This is an optimization exercise on Yosys and OpenROAD, whose aim is small area, a short achievable clock period and few clock cycles, not a production implementation.
Only simulation tests tie the RTL to the original design; equivalence was not proved.

== job 585 ==
==> flow/design.v (excerpt) <==
module cvu (
    input  wire        clk,
    input  wire        rst,
    input  wire        req_valid,
    output wire        req_ready,
    input  wire        req_write,
    input  wire [11:0] req_addr,
    input  wire [31:0] req_wdata,
    output reg         rsp_valid,
    output reg  [31:0] rsp_rdata,
    output reg         alert
);
    localparam [4:0] O_CTL = 5'd0,  O_CFG = 5'd1,
                     O_POLY_L = 5'd2, O_POLY_H = 5'd3,
                     O_INIT_L = 5'd4, O_INIT_H = 5'd5,
                     O_XOR_L = 5'd6,  O_XOR_H = 5'd7,
                     O_FOLD_L = 5'd8, O_FOLD_H = 5'd9,
                     O_VAL_L = 5'd10, O_VAL_H = 5'd11,
                     O_RES_L = 5'd12, O_RES_H = 5'd13,
                     O_COUNT = 5'd14,
                     O_FEED8 = 5'd16, O_FEED16 = 5'd17, O_FEED32 = 5'd18,
                     O_F64_LO = 5'd19, O_F64_HI = 5'd20;
    localparam [2:0] P_DONE = 3'd0, P_MQ = 3'd2, P_MU = 3'd3,
                     P_VF = 3'd4, P_RS = 3'd5, P_RW = 3'd6;
    localparam NF = 5;    
    integer i, j, k;
    function [63:0] width_mask(input [6:0] w);
        integer b;
        begin
            for (b = 0; b < 64; b = b + 1)
                width_mask[b] = (b < w);
        end
    endfunction
    function [63:0] refl(input [63:0] x, input [5:0] s);
        reg [63:0] r;
        integer b;
        begin
            for (b = 0; b < 64; b = b + 1)
                r[b] = x[63 - b];
            refl = r >> s;
        end
    endfunction
    function [7:0] rev8(input [7:0] v);
        integer b;
        begin
            for (b = 0; b < 8; b = b + 1)
                rev8[b] = v[7 - b];
        end
    endfunction
    function [31:0] bord(input [31:0] d, input refin);
        begin
            bord = refin ? d : {rev8(d[31:24]), rev8(d[23:16]), rev8(d[15:8]), rev8(d[7:0])};
        end
    endfunction
    function [15:1] q16(input [14:0] p);
        reg [15:0] q, s, r, cc;
        integer m, n;
        begin
            cc = {p, 1'b1};
  ...
export LEC_CHECK = 0
export CAP_MARGIN = 30
export CORE_MARGIN = 2
export CORE_UTILIZATION = 30
export PLACE_DENSITY = 0.45
export SLEW_MARGIN = 30
create_clock -name core_clock -period 24.0 [get_ports {clk}]
standard.sh (not shown) runs the stock make flow with config.mk's settings and CLKGATE_MAP_FILE= SYNTH_SCRIPT=/design/flow/synth_recipe.tcl, a recipe that flattens the netlist after the stock synthesis.
==> flow/flow/run.sh <==
#!/bin/bash
set -euo pipefail
bash standard.sh SETUP_SLACK_MARGIN=18 CORE_UTILIZATION=50 PLACE_DENSITY=0.6 finish > standard.log 2>&1
Testbench counts of job 585, summed over its fixed seeds: cycles 35,877.
> inputs changed (job 585 -> job 4849)
==> flow/flow/run.sh <==
#!/bin/bash
set -euo pipefail
bash standard.sh SETUP_SLACK_MARGIN=18 CTS_CLUSTER_SIZE=25 CTS_CLUSTER_DIAMETER=80 finish > standard.log 2>&1
On count of buffering cells on the critical path with inverters included: job 4849 sits above job 585. Pre-CTS setup slack on job 4849 is behind job 585. Upper clock frequency limit of job 4849 is on par with job 585. Across both runs, depth of the CTS H-tree was lower for job 4849 than for job 585. Relative to job 585, the wire length of the first global-routing pass measured on job 4849 has increased by a few percent. Endpoint of the worst setup timing path = rsp_rdata[3]: job 4849; endpoint of the worst setup timing path = req_ready: job 585. Taking job 585 as the reference, in job 4849 routed via count went down by 4370; worst setup slack went down by 0.0096 ns.
Input-level comparison between job 3300 and job 4849:
==> flow/flow/run.sh <==
#!/bin/bash
set -euo pipefail
bash standard.sh SETUP_SLACK_MARGIN=18 finish > standard.log 2>&1
As far as count of vias placed by the detailed router is concerned, job 3300 and job 4849 perform about the same.
flip-flop to flip-flop as the category of the most critical setup path was reported by job 4849, and flip-flop to output pin by job 3300.
Re sequential standard cell area: no difference whatsoever between job 3300 and job 4849.

---

== build 33 ==
Another version of the RTL of cvu (not shown whole).
Size: roughly 1600 flip-flops, ~83 I/O pins, roughly 120000 um2 of cells after synthesis.
## cvu
module cvu (
    input  wire        clk,
    input  wire        rst,
    input  wire        req_valid,
    output wire        req_ready,
    input  wire        req_write,
    input  wire [11:0] req_addr,
    input  wire [31:0] req_wdata,
    output reg         rsp_valid,
    output reg  [31:0] rsp_rdata,
    output reg         alert
);
    localparam [4:0] O_CTL = 5'd0,  O_CFG = 5'd1,
                     O_POLY_L = 5'd2, O_POLY_H = 5'd3,
                     O_INIT_L = 5'd4, O_INIT_H = 5'd5,
                     O_XOR_L = 5'd6,  O_XOR_H = 5'd7,
                     O_FOLD_L = 5'd8, O_FOLD_H = 5'd9,
                     O_VAL_L = 5'd10, O_VAL_H = 5'd11,
                     O_RES_L = 5'd12, O_RES_H = 5'd13,
                     O_COUNT = 5'd14,
                     O_FEED8 = 5'd16, O_FEED16 = 5'd17, O_FEED32 = 5'd18,
                     O_F64_LO = 5'd19, O_F64_HI = 5'd20;
    localparam [2:0] P_DONE = 3'd0, P_MQ = 3'd2, P_MU = 3'd3,
                     P_RS = 3'd5, P_RW = 3'd6, P_RW2 = 3'd7;
    localparam NF = 5;    
    integer i, j, k;
    function [63:0] width_mask(input [6:0] w);
        integer b;
        begin
            for (b = 0; b < 64; b = b + 1)
                width_mask[b] = (b < w);
        end
    endfunction
    function [63:0] refl(input [63:0] x, input [5:0] s);
        reg [63:0] r;
        integer b;
        begin
            for (b = 0; b < 64; b = b + 1)
                r[b] = x[63 - b];
            refl = r >> s;
        end
    endfunction
    function [7:0] rev8(input [7:0] v);
        integer b;
        begin
            for (b = 0; b < 8; b = b + 1)
                rev8[b] = v[7 - b];
        end
    endfunction
    function [31:0] bord(input [31:0] d, input refin);
        begin
            bord = refin ? d : {rev8(d[31:24]), rev8(d[23:16]), rev8(d[15:8]), rev8(d[7:0])};
        end
    endfunction
    function [15:1] q16(input [14:0] p);
        reg [15:0] q, s, r, cc;
        integer m, n;
        begin
            cc = {p, 1'b1};
            q = 16'd1;
            for (m = 1; m < 8; m = m + 1)
                for (n = 1; n <= m; n = n + 1)
                    q[m] = q[m] ^ (cc[n] & q[m - n]);
            s = 16'd0;
            for (m = 0; m < 8; m = m + 1)
                s[2*m] = q[m];
            r = 16'd0;
            for (m = 0; m < 16; m = m + 1)
                for (n = 0; n <= m; n = n + 1)
  ...
export LEC_CHECK = 0
export CAP_MARGIN = 30
export CORE_MARGIN = 2
export CORE_UTILIZATION = 30
export PLACE_DENSITY = 0.45
export SLEW_MARGIN = 30
create_clock -name core_clock -period 24.0 [get_ports {clk}]
==> flow/flow/run.sh <==
#!/bin/bash
set -euo pipefail
bash standard.sh SETUP_SLACK_MARGIN=18 CTS_CLUSTER_SIZE=25 CTS_CLUSTER_DIAMETER=80 CORE_UTILIZATION=55 PLACE_DENSITY=0.65 finish > standard.log 2>&1
Testbench counts of build 33, summed over its fixed seeds: cycles 35,885.
For build 35, these inputs were changed with respect to build 33:
==> flow/flow/run.sh <==
#!/bin/bash
set -euo pipefail
bash standard.sh SETUP_SLACK_MARGIN=18 CTS_CLUSTER_SIZE=25 CTS_CLUSTER_DIAMETER=80 CORE_UTILIZATION=50 PLACE_DENSITY=0.6 finish > standard.log 2>&1
==> comparison <==
Detail-routed via count per cell ended up about 2% lower on build 35 than on build 33. The critical path depth in build 35 sits 14 below the value recorded for build 33. Run comparison: build 35 start-to-end type of the worst setup path flop to output pin; build 33 start-to-end type of the worst setup path flop to flop. In the reports for build 33 and build 35, the larger top achievable clock speed belongs to build 35. Re synthesis-to-finish area growth: build 33 and build 35 aren't equal, and the lower value belongs to build 33. Taking build 33 as the reference, in build 35 register-to-register slack picked up an extra 190 ps; final critical path time including I/O delays and setup decreased by 140 ps relative to the old numbers. Diff build 33 and build 35: die height lower in build 33.
Input-level comparison between build 87 and build 35:
==> flow/flow/run.sh <==
#!/bin/bash
set -euo pipefail
bash standard.sh SETUP_SLACK_MARGIN=18 CTS_CLUSTER_SIZE=25 CTS_CLUSTER_DIAMETER=80 finish > standard.log 2>&1
==> run summary <==
- Per the comparison of build 87 with build 35, clock latency of the later-clocked register in the worst-skew pair +130 ps, share of cell area taken by flip-flops and latches -1.2 points, number of hold buffers added after cts ~0 delta.
Relative to build 87, the following input files were edited for build 11:
==> flow/flow/run.sh <==
#!/bin/bash
set -euo pipefail
bash standard.sh SETUP_SLACK_MARGIN=18 CTS_CLUSTER_SIZE=25 CTS_CLUSTER_DIAMETER=80 CORE_UTILIZATION=40 PLACE_DENSITY=0.5 finish > standard.log 2>&1
[summary]
In build 11 the floorplan die height turned out 83 um lower than in build 87.
Sort build 11 and build 87 by register fraction of the total cell area asc -> top: build 87
From build 87 to build 11 the numbers moved as follows: via count up about 2%, post-route clock period utilization flat, final design instance area without fill down 2.2%, buffers inserted during post-CTS setup optimization down about 40%.
Row final period demand of the worst path: build 11 higher / build 87 lower

## separate check: timing with driven ports
The flow's constraints put no driver on any port. The routed layouts listed below were extracted and timed again, unchanged, in two steps.
Step 1 assumes that a clkbuf_16 drives the clock port and a buf_2 every other input.
Step 2, shift: input delay + t, output delay - t, t = (earliest + latest rising clock arrival at the registers) / 2. This alone moves slack from input paths to output paths.
a / b / c = ideal / step 1 / step 2; a / b = the first two.
| run | shift t [ns] | slack for setup (ns) | hold slack, ns | pins driven straight from the clock port |
|---|---|---|---|---|
| job 585 | 0.953 | 17.745 / 17.637 / 17.046 | 0.497 / 0.497 / 0.497 | 1 |
| job 4849 | 0.936 | 17.735 / 17.733 / 17.083 | 0.496 / 0.496 / 0.496 | 1 |
| job 3300 | 0.974 | 17.808 / 17.703 / 17.056 | 0.490 / 0.490 / 0.490 | 1 |
| build 33 | 0.875 | 17.833 / 17.833 / 17.216 | 0.503 / 0.503 / 0.503 | 1 |
| build 35 | 0.876 | 17.978 / 17.878 / 17.199 | 0.502 / 0.502 / 0.502 | 1 |
| build 87 | 0.970 | 17.842 / 17.746 / 17.190 | 0.496 / 0.496 / 0.496 | 1 |
| build 11 | 0.875 | 17.839 / 17.751 / 17.216 | 0.502 / 0.502 / 0.502 | 1 |
After both steps every run listed still meets setup and hold. For build 35, which loses most, drivers alone change the setup slack by -0.100 ns; drivers and shift together by -0.779 ns.
